This is an optimization exercise on Yosys and OpenROAD, whose aim is small area, a short achievable clock period and few clock cycles per item, not a production implementation. The RTL was checked by simulation tests, not by an equivalence proof against the original design.

==> v24: inputs <==
==> flow/design.v <==
module lcr_ageing (
    input  wire         clk,
    input  wire         rst,           
    input  wire         in_valid,
    output wire         in_ready,
    input  wire [511:0] in_curve,      
    input  wire [15:0]  in_dose,       
    input  wire [15:0]  in_scale,      
    input  wire [15:0]  in_target,     
    input  wire         in_age,        
    output wire         out_valid,
    output wire [16:0]  out_e,         
    output wire [16:0]  out_a          
);
    localparam integer F_OE    = 0;      
    localparam integer F_EE    = 16;     
    localparam integer F_OD    = 32;     
    localparam integer F_ED    = 48;     
    localparam integer F_KODD  = 64;     
    localparam integer F_DOSE  = 65;     
    localparam integer F_S     = 81;     
    localparam integer F_T     = 97;     
    localparam integer F_AGE   = 113;    
    localparam integer F_EFF0  = 114;    
    localparam integer F_NEG   = 130;    
    localparam integer F_MAG   = 131;    
    localparam integer F_DD    = 147;    
    localparam integer F_SPAN  = 163;    
    localparam integer F_RL    = 179;    
    localparam integer F_ERAW  = 211;    
    localparam integer F_X     = 227;    
    localparam integer F_E     = 259;    
    localparam integer F_SAT   = 276;    
    localparam integer F_R2    = 277;    
    localparam integer F_Q2    = 294;    
    localparam integer F_A     = 310;    
    localparam integer W       = 327;
    localparam integer NSTEP   = 37;
    localparam [NSTEP-1:0] CUT = (37'd1 << 36) | (37'd1 << 30) | (37'd1 << 23) | (37'd1 << 18)
                               | (37'd1 << 11) | (37'd1 << 4);
    assign in_ready = 1'b1;
    wire [15:0] oe, ee, od, ed;
    wire        kodd;
    lcr_ageing_pick u_pick (.curve(in_curve), .dose(in_dose), .kodd(kodd),
                            .oe(oe), .ee(ee), .od(od), .ed(ed));
    reg  [W-1:0] st0;
    reg          v0;
    always @(posedge clk) begin
        if (rst) v0 <= 1'b0;
        else     v0 <= in_valid;
        st0 <= {W{1'b0}};
        st0[F_OE +: 16]   <= oe;
        st0[F_EE +: 16]   <= ee;
        st0[F_OD +: 16]   <= od;
        st0[F_ED +: 16]   <= ed;
        st0[F_KODD]       <= kodd;
        st0[F_DOSE +: 16] <= in_dose;
        st0[F_S +: 16]    <= in_scale;
        st0[F_T +: 16]    <= in_target;
        st0[F_AGE]        <= in_age;
    end
    wire [W-1:0] st [0:NSTEP];
    wire         vv [0:NSTEP];
    assign st[0] = st0;
    assign vv[0] = v0;
    genvar g;
    generate
        for (g = 0; g < NSTEP; g = g + 1) begin : step
            wire [W-1:0] sin = st[g];
            reg  [W-1:0] nx;
            reg  [15:0]  e0, d0, d1;
            reg  [16:0]  diff, t1;
            reg  [17:0]  full, up;
            reg          b;
            reg  [31:0]  ps, pc, pp, ns;
            integer      k;
            always @(*) begin
                nx   = sin;
                e0   = 16'd0; d0 = 16'd0; d1 = 16'd0;
                diff = 17'd0; t1 = 17'd0;
                full = 18'd0; up = 18'd0;
                b    = 1'b0;
                ps   = 32'd0; pc = 32'd0; pp = 32'd0; ns = 32'd0;
                if (g == 0) begin
                    diff = {1'b0, sin[F_OE +: 16]} - {1'b0, sin[F_EE +: 16]};
                    nx[F_MAG +: 16]  = (diff[15:0] ^ {16{diff[16]}}) + {15'd0, diff[16]};
                    nx[F_NEG]        = sin[F_KODD] ? (~diff[16] & (diff[15:0] != 16'd0)) : diff[16];
                    nx[F_EFF0 +: 16] = sin[F_KODD] ? sin[F_OE +: 16] : sin[F_EE +: 16];
                    d0 = sin[F_KODD] ? sin[F_OD +: 16] : sin[F_ED +: 16];
                    nx[F_DD +: 16]   = sin[F_DOSE +: 16] - d0;
                    d1 = sin[F_OD +: 16] - sin[F_ED +: 16];
                    nx[F_SPAN +: 16] = (d1 ^ {16{sin[F_KODD]}}) + {15'd0, sin[F_KODD]};
                    nx[F_OE +: 16]   = 16'd0;
                    nx[F_EE +: 16]   = 16'd0;
                    nx[F_OD +: 16]   = 16'd0;
                    nx[F_ED +: 16]   = 16'd0;
                    nx[F_KODD]       = 1'b0;
                    nx[F_DOSE +: 16] = 16'd0;
                end else if (g == 1 || g == 19) begin
                    for (k = 0; k < 16; k = k + 1) begin
                        if (g == 1) pp = {16'd0, sin[F_MAG +: 16] & {16{sin[F_DD + k]}}} << k;
                        else        pp = {16'd0, sin[F_ERAW +: 16] & {16{sin[F_S + k]}}} << k;
                        ns = ps ^ pc ^ pp;
                        pc = ((ps & pc) | (ps & pp) | (pc & pp)) << 1;
                        ps = ns;
                    end
                    if (g == 1) begin
                        nx[F_RL +: 32]  = ps + pc;
                        nx[F_MAG +: 16] = 16'd0;
                        nx[F_DD +: 16]  = 16'd0;
                    end else begin
                        nx[F_X +: 32]    = ps + pc;
                        nx[F_ERAW +: 16] = 16'd0;
                    end
                end else if (g <= 17) begin
                    t1 = {sin[F_RL + 16 +: 16], sin[F_RL + 15]} - {1'b0, sin[F_SPAN +: 16]};
                    nx[F_RL +: 32] = t1[16] ? {sin[F_RL +: 31], 1'b0} : {t1[15:0], sin[F_RL +: 15], 1'b1};
                    if (g == 17) nx[F_SPAN +: 16] = 16'd0;
                end else if (g == 18) begin
                    nx[F_ERAW +: 16] = sin[F_NEG] ? sin[F_EFF0 +: 16] - sin[F_RL +: 16] : sin[F_EFF0 +: 16] + sin[F_RL +: 16];
                    nx[F_EFF0 +: 16] = 16'd0;
                    nx[F_NEG]        = 1'b0;
                    nx[F_RL +: 32]   = 32'd0;
                end else if (g == 20) begin
                    up   = {1'b0, sin[F_X + 15 +: 17]} + {17'd0, |sin[F_X +: 15]};
                    full = 18'd32768 - {2'b00, sin[F_S +: 16]} + up;
                    nx[F_E +: 17] = (full[17] | (full == 18'd0)) ? 17'd1 : full[16:0];
                    nx[F_SAT]      = ~sin[F_AGE] | ({1'b0, sin[F_T +: 16]} >= nx[F_E +: 17]);
                    nx[F_R2 +: 17] = {1'b0, sin[F_T +: 16]};
                    nx[F_Q2 +: 16] = 16'd0;
                    nx[F_X +: 32]  = 32'd0;
                    nx[F_S +: 16]  = 16'd0;
                    nx[F_T +: 16]  = 16'd0;
                    nx[F_AGE]      = 1'b0;
                end else begin
                    full = {1'b0, sin[F_R2 +: 16], 1'b0} - {1'b0, sin[F_E +: 17]};
                    b    = full[17] & ~sin[F_R2 + 16];          
                    nx[F_R2 +: 17] = b ? {sin[F_R2 +: 16], 1'b0} : full[16:0];
                    nx[F_Q2 +: 16] = {sin[F_Q2 +: 15], ~b};
                    if (g == NSTEP - 1) begin
                        nx[F_A +: 17]  = sin[F_SAT] ? 17'd65536 : {1'b0, sin[F_Q2 +: 15], ~b};
                        nx[F_R2 +: 17] = 17'd0;
                        nx[F_Q2 +: 16] = 16'd0;
                        nx[F_SAT]      = 1'b0;
                    end
                end
            end
            if (CUT[g]) begin : cut
                reg [W-1:0] r;
                reg         v;
                always @(posedge clk) begin
                    if (rst) v <= 1'b0;
                    else     v <= vv[g];
                    r <= nx;
                end
                assign st[g+1] = r;
                assign vv[g+1] = v;
            end else begin : comb
                assign st[g+1] = nx;
                assign vv[g+1] = vv[g];
            end
        end
    endgenerate
    assign out_valid = vv[NSTEP];
    assign out_e     = st[NSTEP][F_E +: 17];
    assign out_a     = st[NSTEP][F_A +: 17];
endmodule
module lcr_ageing_lt16 (
    input  wire [15:0] a,
    input  wire [15:0] b,
    output wire        lt
);
    wire [15:0] l0 = ~a & b;
    wire [15:0] g0 = a & ~b;
    wire [7:0]  l1, g1;
    wire [3:0]  l2, g2;
    wire [1:0]  l3, g3;
    genvar i;
    generate
        for (i = 0; i < 8; i = i + 1) begin : t1
            assign l1[i] = l0[2*i+1] | (~g0[2*i+1] & l0[2*i]);
            assign g1[i] = g0[2*i+1] | (~l0[2*i+1] & g0[2*i]);
        end
        for (i = 0; i < 4; i = i + 1) begin : t2
            assign l2[i] = l1[2*i+1] | (~g1[2*i+1] & l1[2*i]);
            assign g2[i] = g1[2*i+1] | (~l1[2*i+1] & g1[2*i]);
        end
        for (i = 0; i < 2; i = i + 1) begin : t3
            assign l3[i] = l2[2*i+1] | (~g2[2*i+1] & l2[2*i]);
            assign g3[i] = g2[2*i+1] | (~l2[2*i+1] & g2[2*i]);
        end
    endgenerate
    assign lt = l3[1] | (~g3[1] & l3[0]);
endmodule
module lcr_ageing_pick (
    input  wire [511:0] curve,
    input  wire [15:0]  dose,
    output reg          kodd,
    output reg  [15:0]  oe,             
    output reg  [15:0]  ee,             
    output reg  [15:0]  od,             
    output reg  [15:0]  ed              
);
    integer j, m;
    wire [15:0] lt;                    
    reg  [15:0] le;                    
    assign lt[0] = 1'b0;
    genvar c;
    generate
        for (c = 1; c < 16; c = c + 1) begin : cmp
            lcr_ageing_lt16 u (.a(dose), .b(curve[32*c +: 16]), .lt(lt[c]));
        end
    endgenerate
    reg  [7:0]  so;                    
    reg  [8:0]  se;                    
    always @(*) begin
        le = ~lt;
        kodd = 1'b0;
        for (m = 0; m < 7; m = m + 1) begin
            so[m] = le[2*m] & ~le[2*m+2];
            kodd  = kodd | (le[2*m+1] & ~le[2*m+2]);
        end
        so[7] = le[14];
        kodd  = kodd | le[15];
        se[0] = ~le[1];
        for (m = 1; m < 8; m = m + 1)
            se[m] = le[2*m-1] & ~le[2*m+1];
        se[8] = le[15];
        oe = 16'd0; ee = 16'd0; od = 16'd0; ed = 16'd0;
        for (m = 0; m < 8; m = m + 1) begin
            oe = oe | ({16{so[m]}} & curve[32*(2*m+1)+16 +: 16]);
            od = od | ({16{so[m]}} & curve[32*(2*m+1) +: 16]);
            ee = ee | ({16{se[m]}} & curve[32*(2*m)+16 +: 16]);
            ed = ed | ({16{se[m]}} & curve[32*(2*m) +: 16]);
        end
        ee = ee | ({16{se[8]}} &  curve[32*15+16 +: 16]);
        ed = ed | ({16{se[8]}} & ~curve[32*15 +: 16]);
    end
endmodule
==> flow/flow/run.sh <==
#!/bin/bash
# The standard layout, with every port buffered by the smallest buffer cell
# (buf_1) instead of the cell buffer_ports picks by itself.
set -e
export BUFFER_PORTS_ARGS="-buffer_cell sky130_fd_sc_hd__buf_1"
bash standard.sh > standard.log 2>&1
==> flow/standard.sh <==
#!/bin/bash
# synth_recipe.tcl (not shown) runs the flow's synth.tcl, then flattens the netlist and writes it again
# the make line also repeats each setting of config.mk as NAME=value (left out here)
make -C /OpenROAD-flow-scripts/flow DESIGN_CONFIG=/design/flow/config.mk WORK_HOME=/design/flow/orfs CLKGATE_MAP_FILE= SYNTH_SCRIPT=/design/flow/synth_recipe.tcl "${@:-finish}"
==> flow/config.mk <==
export PLATFORM = sky130hd
export DESIGN_NAME = lcr_ageing
export DESIGN_NICKNAME = lcr_ageing
export VERILOG_FILES = /design/flow/design.v
export SDC_FILE = /design/flow/constraint.sdc
export NUM_CORES = 4
export LEC_CHECK = 0
export CAP_MARGIN = 50
export CORE_MARGIN = 2
export CORE_UTILIZATION = 40
export CTS_BUF_LIST = sky130_fd_sc_hd__clkbuf_4 sky130_fd_sc_hd__clkbuf_8
export SLEW_MARGIN = 50
export SYNTH_HIERARCHICAL = 1
==> flow/constraint.sdc <==
create_clock -name core_clock -period 115.0 [get_ports {clk}]
set_input_delay 23.0000 -clock core_clock [delete_from_list [all_inputs] [get_ports {clk}]]
set_output_delay 23.0000 -clock core_clock [all_outputs]
set_load 0.01 [all_outputs]
==> inputs of v5, as changes to v24 <==
--- a/flow/design.v
+++ b/flow/design.v
@@ -83,13 +83,16 @@
                 ps   = 32'd0; pc = 32'd0; pp = 32'd0; ns = 32'd0;
                 if (g == 0) begin
                     diff = {1'b0, sin[F_OE +: 16]} - {1'b0, sin[F_EE +: 16]};
-                    nx[F_MAG +: 16]  = (diff[15:0] ^ {16{diff[16]}}) + {15'd0, diff[16]};
+                    e0   = sin[F_EE +: 16] - sin[F_OE +: 16];
+                    nx[F_MAG +: 16]  = diff[16] ? e0 : diff[15:0];
                     nx[F_NEG]        = sin[F_KODD] ? (~diff[16] & (diff[15:0] != 16'd0)) : diff[16];
                     nx[F_EFF0 +: 16] = sin[F_KODD] ? sin[F_OE +: 16] : sin[F_EE +: 16];
-                    d0 = sin[F_KODD] ? sin[F_OD +: 16] : sin[F_ED +: 16];
-                    nx[F_DD +: 16]   = sin[F_DOSE +: 16] - d0;
+                    d0 = sin[F_DOSE +: 16] - sin[F_OD +: 16];
+                    d1 = sin[F_DOSE +: 16] - sin[F_ED +: 16];
+                    nx[F_DD +: 16]   = sin[F_KODD] ? d0 : d1;
+                    d0 = sin[F_ED +: 16] - sin[F_OD +: 16];
                     d1 = sin[F_OD +: 16] - sin[F_ED +: 16];
-                    nx[F_SPAN +: 16] = (d1 ^ {16{sin[F_KODD]}}) + {15'd0, sin[F_KODD]};
+                    nx[F_SPAN +: 16] = sin[F_KODD] ? d0 : d1;
                     nx[F_OE +: 16]   = 16'd0;
                     nx[F_EE +: 16]   = 16'd0;
                     nx[F_OD +: 16]   = 16'd0;
- CAP_MARGIN: 50 -> 20
- CTS_BUF_LIST: sky130_fd_sc_hd__clkbuf_4 sky130_fd_sc_hd__clkbuf_8 -> not set
- SLEW_MARGIN: 50 -> 20
==> inputs of v8, as changes to v24 <==
- SLEW_MARGIN: 50 -> 60
==> inputs of v12, as changes to v24 <==
--- a/flow/design.v
+++ b/flow/design.v
@@ -36,8 +36,8 @@
     localparam integer F_A     = 310;    
     localparam integer W       = 327;
     localparam integer NSTEP   = 37;
-    localparam [NSTEP-1:0] CUT = (37'd1 << 36) | (37'd1 << 30) | (37'd1 << 23) | (37'd1 << 18)
-                               | (37'd1 << 11) | (37'd1 << 4);
+    localparam [NSTEP-1:0] CUT = (37'd1 << 36) | (37'd1 << 31) | (37'd1 << 24) | (37'd1 << 18)
+                               | (37'd1 << 12) | (37'd1 << 5);
     assign in_ready = 1'b1;
     wire [15:0] oe, ee, od, ed;
     wire        kodd;
@@ -68,28 +68,27 @@
         for (g = 0; g < NSTEP; g = g + 1) begin : step
             wire [W-1:0] sin = st[g];
             reg  [W-1:0] nx;
-            reg  [15:0]  e0, d0, d1;
+            reg  [15:0]  e0, e1, d0, d1;
             reg  [16:0]  diff, t1;
             reg  [17:0]  full, up;
             reg          b;
-            reg  [31:0]  ps, pc, pp, ns;
-            integer      k;
             always @(*) begin
                 nx   = sin;
-                e0   = 16'd0; d0 = 16'd0; d1 = 16'd0;
+                e0   = 16'd0; e1 = 16'd0; d0 = 16'd0; d1 = 16'd0;
                 diff = 17'd0; t1 = 17'd0;
                 full = 18'd0; up = 18'd0;
                 b    = 1'b0;
-                ps   = 32'd0; pc = 32'd0; pp = 32'd0; ns = 32'd0;
                 if (g == 0) begin
-                    diff = {1'b0, sin[F_OE +: 16]} - {1'b0, sin[F_EE +: 16]};
-                    nx[F_MAG +: 16]  = (diff[15:0] ^ {16{diff[16]}}) + {15'd0, diff[16]};
-                    nx[F_NEG]        = sin[F_KODD] ? (~diff[16] & (diff[15:0] != 16'd0)) : diff[16];
-                    nx[F_EFF0 +: 16] = sin[F_KODD] ? sin[F_OE +: 16] : sin[F_EE +: 16];
+                    e0 = sin[F_KODD] ? sin[F_OE +: 16] : sin[F_EE +: 16];
+                    e1 = sin[F_KODD] ? sin[F_EE +: 16] : sin[F_OE +: 16];
                     d0 = sin[F_KODD] ? sin[F_OD +: 16] : sin[F_ED +: 16];
+                    d1 = sin[F_KODD] ? sin[F_ED +: 16] : sin[F_OD +: 16];
+                    diff = {1'b0, e1} - {1'b0, e0};
+                    nx[F_EFF0 +: 16] = e0;
+                    nx[F_NEG]        = diff[16];
+                    nx[F_MAG +: 16]  = diff[16] ? e0 - e1 : diff[15:0];
                     nx[F_DD +: 16]   = sin[F_DOSE +: 16] - d0;
-                    d1 = sin[F_OD +: 16] - sin[F_ED +: 16];
-                    nx[F_SPAN +: 16] = (d1 ^ {16{sin[F_KODD]}}) + {15'd0, sin[F_KODD]};
+                    nx[F_SPAN +: 16] = d1 - d0;
                     nx[F_OE +: 16]   = 16'd0;
                     nx[F_EE +: 16]   = 16'd0;
                     nx[F_OD +: 16]   = 16'd0;
@@ -97,19 +96,12 @@
                     nx[F_KODD]       = 1'b0;
                     nx[F_DOSE +: 16] = 16'd0;
                 end else if (g == 1 || g == 19) begin
-                    for (k = 0; k < 16; k = k + 1) begin
-                        if (g == 1) pp = {16'd0, sin[F_MAG +: 16] & {16{sin[F_DD + k]}}} << k;
-                        else        pp = {16'd0, sin[F_ERAW +: 16] & {16{sin[F_S + k]}}} << k;
-                        ns = ps ^ pc ^ pp;
-                        pc = ((ps & pc) | (ps & pp) | (pc & pp)) << 1;
-                        ps = ns;
-                    end
                     if (g == 1) begin
-                        nx[F_RL +: 32]  = ps + pc;
+                        nx[F_RL +: 32]  = sin[F_MAG +: 16] * sin[F_DD +: 16];
                         nx[F_MAG +: 16] = 16'd0;
                         nx[F_DD +: 16]  = 16'd0;
                     end else begin
-                        nx[F_X +: 32]    = ps + pc;
+                        nx[F_X +: 32]    = sin[F_ERAW +: 16] * sin[F_S +: 16];
                         nx[F_ERAW +: 16] = 16'd0;
                     end
                 end else if (g <= 17) begin
@@ -211,21 +203,23 @@
             lcr_ageing_lt16 u (.a(dose), .b(curve[32*c +: 16]), .lt(lt[c]));
         end
     endgenerate
+    reg  [15:0] sel;                   
     reg  [7:0]  so;                    
     reg  [8:0]  se;                    
     always @(*) begin
         le = ~lt;
+        for (j = 0; j < 15; j = j + 1)
+            sel[j] = le[j] & ~le[j+1];
+        sel[15] = le[15];
         kodd = 1'b0;
-        for (m = 0; m < 7; m = m + 1) begin
-            so[m] = le[2*m] & ~le[2*m+2];
-            kodd  = kodd | (le[2*m+1] & ~le[2*m+2]);
-        end
-        so[7] = le[14];
-        kodd  = kodd | le[15];
-        se[0] = ~le[1];
+        for (m = 0; m < 8; m = m + 1) begin
+            so[m] = sel[2*m] | sel[2*m+1];
+            kodd  = kodd | sel[2*m+1];
+        end
+        se[0] = sel[0];
         for (m = 1; m < 8; m = m + 1)
-            se[m] = le[2*m-1] & ~le[2*m+1];
-        se[8] = le[15];
+            se[m] = sel[2*m] | sel[2*m-1];
+        se[8] = sel[15];
         oe = 16'd0; ee = 16'd0; od = 16'd0; ed = 16'd0;
         for (m = 0; m < 8; m = m + 1) begin
             oe = oe | ({16{so[m]}} & curve[32*(2*m+1)+16 +: 16]);
==> flow/run.sh (new file) <==
#!/bin/bash
# synth_recipe.tcl (not shown) runs the flow's synth.tcl, then flattens the netlist and writes it again
# the make line also repeats each setting of config.mk as NAME=value (left out here)
make -C /OpenROAD-flow-scripts/flow DESIGN_CONFIG=/design/flow/config.mk WORK_HOME=/design/flow/orfs CLKGATE_MAP_FILE= SYNTH_SCRIPT=/design/flow/synth_recipe.tcl finish
- CAP_MARGIN: 50 -> 20
- CTS_BUF_LIST: sky130_fd_sc_hd__clkbuf_4 sky130_fd_sc_hd__clkbuf_8 -> not set
- SLEW_MARGIN: 50 -> 20
removed: flow/flow/run.sh
removed: flow/standard.sh
==> results_dict.tcl <==
set metrics [dict create \
    start_util_pct 40.4 \
    use_met2_pct 52.5 \
    clock_buffers 131 \
    cts.clk_slew.worst_paths_ns 0.07 \
    synth_compound_gate_area_share_pct 19.9 \
    path_cells "buf_1 > buf_4 > nor2b_1 > maj3_1 > maj3_1 > a221oi_1 > a31oi_2 > buf_4 > nor2b_2 > buf_4 > a221oi_1 > nand3_1" \
    worstSetupStartpoint "in_dose[12]" \
    synth.top_cells.by_area "dfxtp_1 15%, fa_1 14%, ha_1 13%" \
    status "finished clean" \
]
Source of the figures above: v8

==> results_dict.tcl <==
set metrics [dict create \
    start_util_pct 40.3 \
    clock_buffers 71 \
    path_cells "clkbuf_2 > nor2b_1 > maj3_1 > maj3_1 > a221oi_1 > a31oi_4 > buf_4 > nor2b_2 > buf_4 > a222oi_1 > nand3_1" \
    use_met2_pct 50.0 \
    cts.clk_slew.worst_paths_ns 0.06 \
    synth.top_cells.by_area "dfxtp_1 15%, fa_1 14%, ha_1 13%" \
    synth_warnings 8 \
    status "finished clean" \
]
Source of the figures above: v5

==> results_dict.tcl <==
set metrics [dict create \
    synth.most_common_cell "nand2_1" \
    crit_family "buffers and inverters" \
    synth.top_cells.by_area "dfxtp_1 15%, fa_1 14%, ha_1 13%" \
    status "finished clean" \
    slowest_stage "nor2b_4" \
    clock_buffers 123 \
    synth_compound_gate_area_share_pct 19.9 \
    start_util_pct 40.4 \
    use_met2_pct 53.0 \
]
Source of the figures above: v24

==> results_dict.tcl <==
set metrics [dict create \
    synth_top_family_by_area "adder cells" \
    clock_buffers 70 \
    seq_area_share_pct 12.3 \
    cts.clk_slew.worst_paths_ns 0.07 \
    synth_compound_gate_area_share_pct 19.9 \
    worstSetupStartpoint "in_dose[13]" \
    path_cells "clkdlybuf4s50_1 > buf_4 > inv_1 > maj3_1 > maj3_1 > a221oi_1 > a31oi_1 > nor2b_2 > buf_4 > or2_1 > buf_4 > a222oi_1 > nand3_1" \
    status "finished clean" \
    clk_latency_ns 0.74 \
]
Source of the figures above: v12

Testbench counts of v24, summed over its fixed seeds: cycles 8,248, items 8,192.
Testbench counts of v5, summed over its fixed seeds: cycles 8,248, items 8,192.
Testbench counts of v8, summed over its fixed seeds: cycles 8,248, items 8,192.
Testbench counts of v12, summed over its fixed seeds: cycles 8,248, items 8,192.

[separate check: timing with driven ports]
Ports are ideal in the flow. The routed layouts listed here were re-timed in OpenROAD.
Step 1 assumes that a clkbuf_16 drives the clock port and a buf_2 every other input.
Step 2, shift: input delay + t, output delay - t, t = (earliest + latest rising clock arrival at the registers) / 2. This alone moves slack from input paths to output paths.
Three values: ideal, step 1, step 2; two values: the first two.
run	t (ns)	slack for setup (ns)	latest minus earliest clock arrival (ns)	worst slew at a driven data input, ns
v24	0.927	89.300 / 89.372 / 88.445	0.087 / 0.087	0.41
v5	0.784	88.887 / 88.809 / 88.025	0.074 / 0.074	0.22
v8	0.906	89.215 / 89.281 / 88.375	0.075 / 0.075	0.53
v12	0.786	88.138 / 88.191 / 87.405	0.068 / 0.068	0.26
After both steps every run listed still meets setup and hold. For v5, which loses most, drivers alone change the setup slack by -0.078 ns; drivers and shift together by -0.862 ns.
